From an optimization exercise on the open Yosys and OpenROAD flow, aimed at small area, a short achievable clock period and few clock cycles; shortcuts taken in it are not production practice. In this exercise RTL edits were held to simulation tests only and were not proved equivalent to the original.

==> inputs of sierra <==
// aes256_core
module aes256_core (
    input  wire         clk,
    input  wire         rst_n,      
    input  wire         start,      
    input  wire [255:0] key,
    input  wire [127:0] block_in,
    output wire         ready,
    output wire         done,       
    output wire [127:0] block_out
);
clock: 8.0 ns
lec_check: 0
cap_margin: 20
core_margin: 2
core_utilization: 50
place_density: 0.6
setup_slack_margin: 4.8
slew_margin: 20
run.sh (not shown) runs the stock make flow with config.mk's settings and CLKGATE_MAP_FILE= SYNTH_SCRIPT=/design/flow/synth_recipe.tcl, a recipe that flattens the netlist after the stock synthesis.
==> zinc: changes against sierra <==
--- a/flow/design.v
+++ b/flow/design.v
@@ -46,42 +46,25 @@
   wire M13 = M12 ^ M11;
   wire M14 = T2 & T10;
   wire M15 = M14 ^ M11;
   wire M16 = M3 ^ M2;
   wire M17 = M5 ^ T24;
   wire M18 = M8 ^ M7;
   wire M19 = M10 ^ M15;
-  wire M20 = M16 ^ M13;
-  wire M21 = M17 ^ M15;
-  wire M22 = M18 ^ M13;
-  wire M23 = M19 ^ T25;
-  wire M24 = M22 ^ M23;
-  wire M25 = M22 & M20;
-  wire M26 = M21 ^ M25;
-  wire M27 = M20 ^ M21;
-  wire M28 = M23 ^ M25;
-  wire M29 = M28 & M27;
-  wire M30 = M26 & M24;
-  wire M31 = M20 & M23;
-  wire M32 = M27 & M31;
-  wire M33 = M27 ^ M25;
-  wire M34 = M21 & M22;
-  wire M35 = M24 & M34;
-  wire M36 = M24 ^ M25;
-  assign m[3] = M21 ^ M29;
-  assign m[2] = M32 ^ M33;
-  assign m[1] = M23 ^ M30;
-  assign m[0] = M35 ^ M36;
+  assign m[3] = M16 ^ M13;
+  assign m[2] = M17 ^ M15;
+  assign m[1] = M18 ^ M13;
+  assign m[0] = M19 ^ T25;
 endmodule
 module aes_sbox_b (
     input  wire [7:0] a,
     input  wire [3:0] m,
     output wire [7:0] s
 );
-  wire M37 = m[3], M38 = m[2], M39 = m[1], M40 = m[0];
+  wire M20 = m[3], M21 = m[2], M22 = m[1], M23 = m[0];
   wire U0 = a[7], U1 = a[6], U2 = a[5], U3 = a[4],
        U4 = a[3], U5 = a[2], U6 = a[1], U7 = a[0];
   wire T1 = U0 ^ U3;
   wire T2 = U0 ^ U5;
   wire T3 = U0 ^ U6;
   wire T4 = U3 ^ U5;
   wire T5 = U4 ^ U6;
@@ -99,14 +82,31 @@
   wire T18 = U3 ^ U7;
   wire T19 = T7 ^ T18;
   wire T20 = T1 ^ T19;
   wire T21 = U6 ^ U7;
   wire T22 = T7 ^ T21;
   wire T23 = T2 ^ T22;
   wire T27 = T1 ^ T12;
+  wire M24 = M22 ^ M23;
+  wire M25 = M22 & M20;
+  wire M26 = M21 ^ M25;
+  wire M27 = M20 ^ M21;
+  wire M28 = M23 ^ M25;
+  wire M29 = M28 & M27;
+  wire M30 = M26 & M24;
+  wire M31 = M20 & M23;
+  wire M32 = M27 & M31;
+  wire M33 = M27 ^ M25;
+  wire M34 = M21 & M22;
+  wire M35 = M24 & M34;
+  wire M36 = M24 ^ M25;
+  wire M37 = M21 ^ M29;
+  wire M38 = M32 ^ M33;
+  wire M39 = M23 ^ M30;
+  wire M40 = M35 ^ M36;
   wire M41 = M38 ^ M40;
   wire M42 = M37 ^ M39;
   wire M43 = M37 ^ M38;
   wire M44 = M39 ^ M40;
   wire M45 = M42 ^ M41;
   wire M46 = M44 & T6;
   wire M47 = M40 & T8;
@@ -175,16 +175,17 @@
     output wire         done,       
     output wire [127:0] block_out
 );
   reg [127:0] sa;
   reg [255:0] ka;
   reg [3:0]   ra;         
   reg         va;         
+  reg         fa;         
   reg [127:0] sb_in;
-  reg [63:0]  sb_mid;      
+  reg [63:0]  sb_mid;
   reg [255:0] kb;
   reg [15:0]  kb_mid;
   reg [3:0]   rb;
   reg         vb;
   reg [127:0] out_q;
   reg         done_q;
   reg         ready_q;
@@ -201,15 +202,17 @@
       a0 = col[31:24]; a1 = col[23:16]; a2 = col[15:8]; a3 = col[7:0];
       mix_column[31:24] = xtime(a0) ^ (xtime(a1) ^ a1) ^ a2 ^ a3;
       mix_column[23:16] = a0 ^ xtime(a1) ^ (xtime(a2) ^ a2) ^ a3;
       mix_column[15:8]  = a0 ^ a1 ^ xtime(a2) ^ (xtime(a3) ^ a3);
       mix_column[7:0]   = (xtime(a0) ^ a0) ^ a1 ^ a2 ^ xtime(a3);
     end
   endfunction
-  wire [127:0] x  = sa ^ ka[255:128];                
+  wire [127:0] mc = {mix_column(sa[127:96]), mix_column(sa[95:64]),
+                     mix_column(sa[63:32]),  mix_column(sa[31:0])};
+  wire [127:0] x  = (fa ? sa : mc) ^ ka[255:128];    
   wire [63:0]  xm;
   generate
     for (i = 0; i < 16; i = i + 1) begin : g_f
       aes_sbox_f u_f (.a(x[127-8*i -: 8]), .m(xm[63-4*i -: 4]));
     end
   endgenerate
   wire [31:0] kw  = ka[31:0];
@@ -232,16 +235,14 @@
     for (i = 0; i < 16; i = i + 1) begin : g_sr
       localparam integer R = i % 4;
       localparam integer C = i / 4;
       localparam integer SRC = 4 * ((C + R) % 4) + R;
       assign sr[127-8*i -: 8] = sbo[127-8*SRC -: 8];
     end
   endgenerate
-  wire [127:0] mc = {mix_column(sr[127:96]), mix_column(sr[95:64]),
-                     mix_column(sr[63:32]),  mix_column(sr[31:0])};
   wire [31:0] kb_w = rb[0] ? {kb[23:0], kb[31:24]} : kb[31:0];
   wire [31:0] ksub;
   generate
     for (i = 0; i < 4; i = i + 1) begin : g_kb
       aes_sbox_b u_b (.a(kb_w[31-8*i -: 8]), .m(kb_mid[15-4*i -: 4]),
                       .s(ksub[31-8*i -: 8]));
     end
@@ -271,18 +272,20 @@
     kb_mid <= kwm;
     rb     <= ra;
     out_q  <= sr ^ kb[127:0];                  
     if (ready_q) begin
       sa <= block_in;
       ka <= key;
       ra <= 4'd1;
+      fa <= 1'b1;
     end else begin
-      sa <= mc;
+      sa <= sr;
       ka <= {kb[127:0], knew};
       ra <= rb + 4'd1;
+      fa <= 1'b0;
     end
     if (!rst_n) begin
       va      <= 1'b0;
       vb      <= 1'b0;
       done_q  <= 1'b0;
       ready_q <= 1'b1;
     end else begin
==> flow/flow/run.sh (new file) <==
#!/bin/bash
# The standard layout, with one change in synthesis: Yosys's ABC maps the
# combinational logic with an area-oriented script (abc_area.script here:
# strash; dch; amap) instead of ORFS's. Registers and their names are those of
# the standard synthesis; timing is then repaired by the standard flow.
set -euo pipefail
W=$PWD
rm -rf "$W/scripts_abc"
cp -r "$FLOW_HOME/scripts" "$W/scripts_abc"
cp "$W/flow/abc_area.script" "$W/scripts_abc/abc_area.script"
bash standard.sh SCRIPTS_DIR="$W/scripts_abc" ABC_AREA=1 synth > "$W/synth.log" 2>&1
bash standard.sh > "$W/layout.log" 2>&1
==> flow/flow/abc_area.script (new file) <==
strash
dch
amap
==> flow/standard.sh (new file) <==
#!/bin/bash
# synth_recipe.tcl (not shown) runs the flow's synth.tcl, then flattens the netlist and writes it again
# the make line also repeats each setting of config.mk as NAME=value (left out here)
make -C /OpenROAD-flow-scripts/flow DESIGN_CONFIG=/design/flow/config.mk WORK_HOME=/design/flow/orfs CLKGATE_MAP_FILE= SYNTH_SCRIPT=/design/flow/synth_recipe.tcl "${@:-finish}"
removed: flow/run.sh
==> cedar: changes against sierra <==
--- a/flow/design.v
+++ b/flow/design.v
@@ -1,9 +1,176 @@
 module aes_sbox_f (
     input  wire [7:0] a,
+    output wire [4:0] m
+);
+  wire U0 = a[7], U1 = a[6], U2 = a[5], U3 = a[4],
+       U4 = a[3], U5 = a[2], U6 = a[1], U7 = a[0];
+  wire T1 = U0 ^ U3;
+  wire T2 = U0 ^ U5;
+  wire T3 = U0 ^ U6;
+  wire T4 = U3 ^ U5;
+  wire T5 = U4 ^ U6;
+  wire T6 = T1 ^ T5;
+  wire T7 = U1 ^ U2;
+  wire T8 = U7 ^ T6;
+  wire T9 = U7 ^ T7;
+  wire T10 = T6 ^ T7;
+  wire T11 = U1 ^ U5;
+  wire T12 = U2 ^ U5;
+  wire T13 = T3 ^ T4;
+  wire T14 = T6 ^ T11;
+  wire T15 = T5 ^ T11;
+  wire T16 = T5 ^ T12;
+  wire T17 = T9 ^ T16;
+  wire T18 = U3 ^ U7;
+  wire T19 = T7 ^ T18;
+  wire T20 = T1 ^ T19;
+  wire T21 = U6 ^ U7;
+  wire T22 = T7 ^ T21;
+  wire T23 = T2 ^ T22;
+  wire T24 = T2 ^ T10;
+  assign m[0] = T20 ^ T17;
+  wire T26 = T3 ^ T16;
+  wire T27 = T1 ^ T12;
+  wire M1 = T13 & T6;
+  wire M2 = T23 & T8;
+  wire M3 = T14 ^ M1;
+  wire M4 = T19 & U7;
+  wire M5 = M4 ^ M1;
+  wire M6 = T3 & T16;
+  wire M7 = T22 & T9;
+  wire M8 = T26 ^ M6;
+  wire M9 = T20 & T17;
+  wire M10 = M9 ^ M6;
+  wire M11 = T1 & T15;
+  wire M12 = T4 & T27;
+  wire M13 = M12 ^ M11;
+  wire M14 = T2 & T10;
+  wire M15 = M14 ^ M11;
+  wire M16 = M3 ^ M2;
+  wire M17 = M5 ^ T24;
+  wire M18 = M8 ^ M7;
+  assign m[4] = M10 ^ M15;
+  assign m[3] = M16 ^ M13;
+  assign m[2] = M17 ^ M15;
+  assign m[1] = M18 ^ M13;
+endmodule
+module aes_sbox_b (
+    input  wire [7:0] a,
+    input  wire [4:0] m,
+    output wire [7:0] s
+);
+  wire M19 = m[4], M20 = m[3], M21 = m[2], M22 = m[1], T25 = m[0];
+  wire U0 = a[7], U1 = a[6], U2 = a[5], U3 = a[4],
+       U4 = a[3], U5 = a[2], U6 = a[1], U7 = a[0];
+  wire T1 = U0 ^ U3;
+  wire T2 = U0 ^ U5;
+  wire T3 = U0 ^ U6;
+  wire T4 = U3 ^ U5;
+  wire T5 = U4 ^ U6;
+  wire T6 = T1 ^ T5;
+  wire T7 = U1 ^ U2;
+  wire T8 = U7 ^ T6;
+  wire T9 = U7 ^ T7;
+  wire T10 = T6 ^ T7;
+  wire T11 = U1 ^ U5;
+  wire T12 = U2 ^ U5;
+  wire T13 = T3 ^ T4;
+  wire T15 = T5 ^ T11;
+  wire T16 = T5 ^ T12;
+  wire T17 = T9 ^ T16;
+  wire T18 = U3 ^ U7;
+  wire T19 = T7 ^ T18;
+  wire T20 = T1 ^ T19;
+  wire T21 = U6 ^ U7;
+  wire T22 = T7 ^ T21;
+  wire T23 = T2 ^ T22;
+  wire T27 = T1 ^ T12;
+  wire M23 = M19 ^ T25;
+  wire M24 = M22 ^ M23;
+  wire M25 = M22 & M20;
+  wire M26 = M21 ^ M25;
+  wire M27 = M20 ^ M21;
+  wire M28 = M23 ^ M25;
+  wire M29 = M28 & M27;
+  wire M30 = M26 & M24;
+  wire M31 = M20 & M23;
+  wire M32 = M27 & M31;
+  wire M33 = M27 ^ M25;
+  wire M34 = M21 & M22;
+  wire M35 = M24 & M34;
+  wire M36 = M24 ^ M25;
+  wire M37 = M21 ^ M29;
+  wire M38 = M32 ^ M33;
+  wire M39 = M23 ^ M30;
+  wire M40 = M35 ^ M36;
+  wire M41 = M38 ^ M40;
+  wire M42 = M37 ^ M39;
+  wire M43 = M37 ^ M38;
+  wire M44 = M39 ^ M40;
+  wire M45 = M42 ^ M41;
+  wire M46 = M44 & T6;
+  wire M47 = M40 & T8;
+  wire M48 = M39 & U7;
+  wire M49 = M43 & T16;
+  wire M50 = M38 & T9;
+  wire M51 = M37 & T17;
+  wire M52 = M42 & T15;
+  wire M53 = M45 & T27;
+  wire M54 = M41 & T10;
+  wire M55 = M44 & T13;
+  wire M56 = M40 & T23;
+  wire M57 = M39 & T19;
+  wire M58 = M43 & T3;
+  wire M59 = M38 & T22;
+  wire M60 = M37 & T20;
+  wire M61 = M42 & T1;
+  wire M62 = M45 & T4;
+  wire M63 = M41 & T2;
+  wire L0 = M61 ^ M62;
+  wire L1 = M50 ^ M56;
+  wire L2 = M46 ^ M48;
+  wire L3 = M47 ^ M55;
+  wire L4 = M54 ^ M58;
+  wire L5 = M49 ^ M61;
+  wire L6 = M62 ^ L5;
+  wire L7 = M46 ^ L3;
+  wire L8 = M51 ^ M59;
+  wire L9 = M52 ^ M53;
+  wire L10 = M53 ^ L4;
+  wire L11 = M60 ^ L2;
+  wire L12 = M48 ^ M51;
+  wire L13 = M50 ^ L0;
+  wire L14 = M52 ^ M61;
+  wire L15 = M55 ^ L1;
+  wire L16 = M56 ^ L0;
+  wire L17 = M57 ^ L1;
+  wire L18 = M58 ^ L8;
+  wire L19 = M63 ^ L4;
+  wire L20 = L0 ^ L1;
+  wire L21 = L1 ^ L7;
+  wire L22 = L3 ^ L12;
+  wire L23 = L18 ^ L2;
+  wire L24 = L15 ^ L9;
+  wire L25 = L6 ^ L10;
+  wire L26 = L7 ^ L9;
+  wire L27 = L8 ^ L10;
+  wire L28 = L11 ^ L14;
+  wire L29 = L11 ^ L17;
+  assign s[7] = L6 ^ L24;
+  assign s[6] = ~(L16 ^ L26);
+  assign s[5] = ~(L19 ^ L28);
+  assign s[4] = L6 ^ L21;
+  assign s[3] = L20 ^ L22;
+  assign s[2] = L25 ^ L29;
+  assign s[1] = ~(L13 ^ L27);
+  assign s[0] = ~(L6 ^ L23);
+endmodule
+module aes_ksbox_f (
+    input  wire [7:0] a,
     output wire [3:0] m
 );
   wire U0 = a[7], U1 = a[6], U2 = a[5], U3 = a[4],
        U4 = a[3], U5 = a[2], U6 = a[1], U7 = a[0];
   wire T1 = U0 ^ U3;
   wire T2 = U0 ^ U5;
   wire T3 = U0 ^ U6;
@@ -68,15 +235,15 @@
   wire M35 = M24 & M34;
   wire M36 = M24 ^ M25;
   assign m[3] = M21 ^ M29;
   assign m[2] = M32 ^ M33;
   assign m[1] = M23 ^ M30;
   assign m[0] = M35 ^ M36;
 endmodule
-module aes_sbox_b (
+module aes_ksbox_b (
     input  wire [7:0] a,
     input  wire [3:0] m,
     output wire [7:0] s
 );
   wire M37 = m[3], M38 = m[2], M39 = m[1], M40 = m[0];
   wire U0 = a[7], U1 = a[6], U2 = a[5], U3 = a[4],
        U4 = a[3], U5 = a[2], U6 = a[1], U7 = a[0];
@@ -175,17 +342,18 @@
     output wire         done,       
     output wire [127:0] block_out
 );
   reg [127:0] sa;
   reg [255:0] ka;
   reg [3:0]   ra;         
   reg         va;         
+  reg         fa;         
   reg [127:0] sb_in;
-  reg [63:0]  sb_mid;      
-  reg [255:0] kb;
+  reg [79:0]  sb_mid;      
+  reg [255:0] kb;         
   reg [15:0]  kb_mid;
   reg [3:0]   rb;
   reg         vb;
   reg [127:0] out_q;
   reg         done_q;
   reg         ready_q;
   assign ready     = ready_q;
@@ -201,52 +369,53 @@
       a0 = col[31:24]; a1 = col[23:16]; a2 = col[15:8]; a3 = col[7:0];
       mix_column[31:24] = xtime(a0) ^ (xtime(a1) ^ a1) ^ a2 ^ a3;
       mix_column[23:16] = a0 ^ xtime(a1) ^ (xtime(a2) ^ a2) ^ a3;
       mix_column[15:8]  = a0 ^ a1 ^ xtime(a2) ^ (xtime(a3) ^ a3);
       mix_column[7:0]   = (xtime(a0) ^ a0) ^ a1 ^ a2 ^ xtime(a3);
     end
   endfunction
-  wire [127:0] x  = sa ^ ka[255:128];                
-  wire [63:0]  xm;
+  wire [127:0] mc = {mix_column(sa[127:96]), mix_column(sa[95:64]),
+                     mix_column(sa[63:32]),  mix_column(sa[31:0])};
+  wire [127:0] x  = (fa ? sa : mc) ^ ka[255:128];    
+  wire [79:0]  xm;
   generate
     for (i = 0; i < 16; i = i + 1) begin : g_f
-      aes_sbox_f u_f (.a(x[127-8*i -: 8]), .m(xm[63-4*i -: 4]));
+      aes_sbox_f u_f (.a(x[127-8*i -: 8]), .m(xm[79-5*i -: 5]));
     end
   endgenerate
   wire [31:0] kw  = ka[31:0];
   wire [31:0] kwr = ra[0] ? {kw[23:0], kw[31:24]} : kw;
   wire [15:0] kwm;
   generate
     for (i = 0; i < 4; i = i + 1) begin : g_kf
-      aes_sbox_f u_f (.a(kwr[31-8*i -: 8]), .m(kwm[15-4*i -: 4]));
+      aes_ksbox_f u_f (.a(kwr[31-8*i -: 8]), .m(kwm[15-4*i -: 4]));
     end
   endgenerate
   wire [127:0] sbo;
   generate
     for (i = 0; i < 16; i = i + 1) begin : g_b
-      aes_sbox_b u_b (.a(sb_in[127-8*i -: 8]), .m(sb_mid[63-4*i -: 4]),
+      aes_sbox_b u_b (.a(sb_in[127-8*i -: 8]), .m(sb_mid[79-5*i -: 5]),
                       .s(sbo[127-8*i -: 8]));
     end
   endgenerate
   wire [127:0] sr;
   generate
     for (i = 0; i < 16; i = i + 1) begin : g_sr
       localparam integer R = i % 4;
       localparam integer C = i / 4;
       localparam integer SRC = 4 * ((C + R) % 4) + R;
       assign sr[127-8*i -: 8] = sbo[127-8*SRC -: 8];
     end
   endgenerate
-  wire [127:0] mc = {mix_column(sr[127:96]), mix_column(sr[95:64]),
-                     mix_column(sr[63:32]),  mix_column(sr[31:0])};
-  wire [31:0] kb_w = rb[0] ? {kb[23:0], kb[31:24]} : kb[31:0];
+  wire [31:0] kb_w = kb[31:0];
+  wire [31:0] w3   = rb[0] ? {kb[7:0], kb[31:8]} : kb[31:0];    
   wire [31:0] ksub;
   generate
     for (i = 0; i < 4; i = i + 1) begin : g_kb
-      aes_sbox_b u_b (.a(kb_w[31-8*i -: 8]), .m(kb_mid[15-4*i -: 4]),
+      aes_ksbox_b u_b (.a(kb_w[31-8*i -: 8]), .m(kb_mid[15-4*i -: 4]),
                       .s(ksub[31-8*i -: 8]));
     end
   endgenerate
   reg [7:0] rcon;
   always @(*) begin
     case (rb)
       4'd1:    rcon = 8'h01;
@@ -263,26 +432,28 @@
   wire [31:0] p1 = p0 ^ kb[223:192];
   wire [31:0] p2 = p1 ^ kb[191:160];
   wire [31:0] p3 = p2 ^ kb[159:128];
   wire [127:0] knew = {p0 ^ ksub, p1 ^ ksub, p2 ^ ksub, p3 ^ ksub};
   always @(posedge clk) begin
     sb_in  <= x;
     sb_mid <= xm;
-    kb     <= ka;
+    kb     <= {ka[255:32], kwr};
     kb_mid <= kwm;
     rb     <= ra;
     out_q  <= sr ^ kb[127:0];                  
     if (ready_q) begin
       sa <= block_in;
       ka <= key;
       ra <= 4'd1;
+      fa <= 1'b1;
     end else begin
-      sa <= mc;
-      ka <= {kb[127:0], knew};
+      sa <= sr;
+      ka <= {kb[127:32], w3, knew};
       ra <= rb + 4'd1;
+      fa <= 1'b0;
     end
     if (!rst_n) begin
       va      <= 1'b0;
       vb      <= 1'b0;
       done_q  <= 1'b0;
       ready_q <= 1'b1;
     end else begin
==> run_results.csv <==
group,metric,value,unit
outcome,error_line,"[ERROR GRT-0232] Routing congestion too high. Check the congestion heatmap in the GUI.",
synth,yosysSeqAreaShare,36.1,%
synth,synth_xor_area_share,2.23,%
clock_network,cts_resized,2993,
outcome,outcome,"stopped before the end",
synth,synth_top_family_by_area,"compound AO/OA/AOI/OAI gates",
outcome,stop_stage,"global routing",
-- figures above: zinc

==> run_results.csv <==
group,metric,value,unit
global_routing,grt_util_met3,4.28,%
floorplan,die_area,129000,um2
synth,synth_top_family_by_area,"XOR/XNOR gates",
synth,yosysSeqAreaShare,31.5,%
outcome,outcome,"timing/DRC/antenna clean",
timing,finalClockSkew,0.0492,ns
clock_network,cts_resized,1500,
timing,grt_setup_unrepaired,"true",
synth,synth_xor_area_share,39.9,%
-- figures above: sierra

==> run_results.csv <==
group,metric,value,unit
synth,synth_top_family_by_area,"XOR/XNOR gates",
synth,synth_edf_count,0,
synth,synth_xor_area_share,38.0,%
timing,max_freq,0.293,GHz
finish,post-route-util,66.0,%
worst_setup_path,worstSetupEndpoint,"sb_mid[22]",
synth,yosysSeqAreaShare,31.0,%
outcome,outcome,"timing/DRC/antenna clean",
-- figures above: cedar

Testbench counts of sierra, summed over its fixed seeds: cycles 17,936.
Testbench counts of zinc, summed over its fixed seeds: cycles 17,936.
Testbench counts of cedar, summed over its fixed seeds: cycles 17,936.

-- afterwards: timing with drivers on the ports --
How much do the figures lean on ideal ports? The routed layouts below were timed once more, with nothing changed but the port constraints.
Step 1, drivers: a clkbuf_16 drives clk and a buf_2 each remaining input, both assumed.
Step 2 times the ports against the registers' clock, not the clock port: input delays grow and output delays shrink by t, the midpoint of the rising clock arrivals with the driver on.
Three values: no drivers, after step 1, after step 2; two values: the first two.
run | shift t [ns] | slack for setup (ns) | worst register clock-pin slew, ns
sierra | 0.812 | 4.431 / 4.431 / 4.431 | 0.07 / 0.07
cedar | 0.831 | 4.586 / 4.586 / 4.586 | 0.07 / 0.07
After both steps every run listed still meets setup and hold.
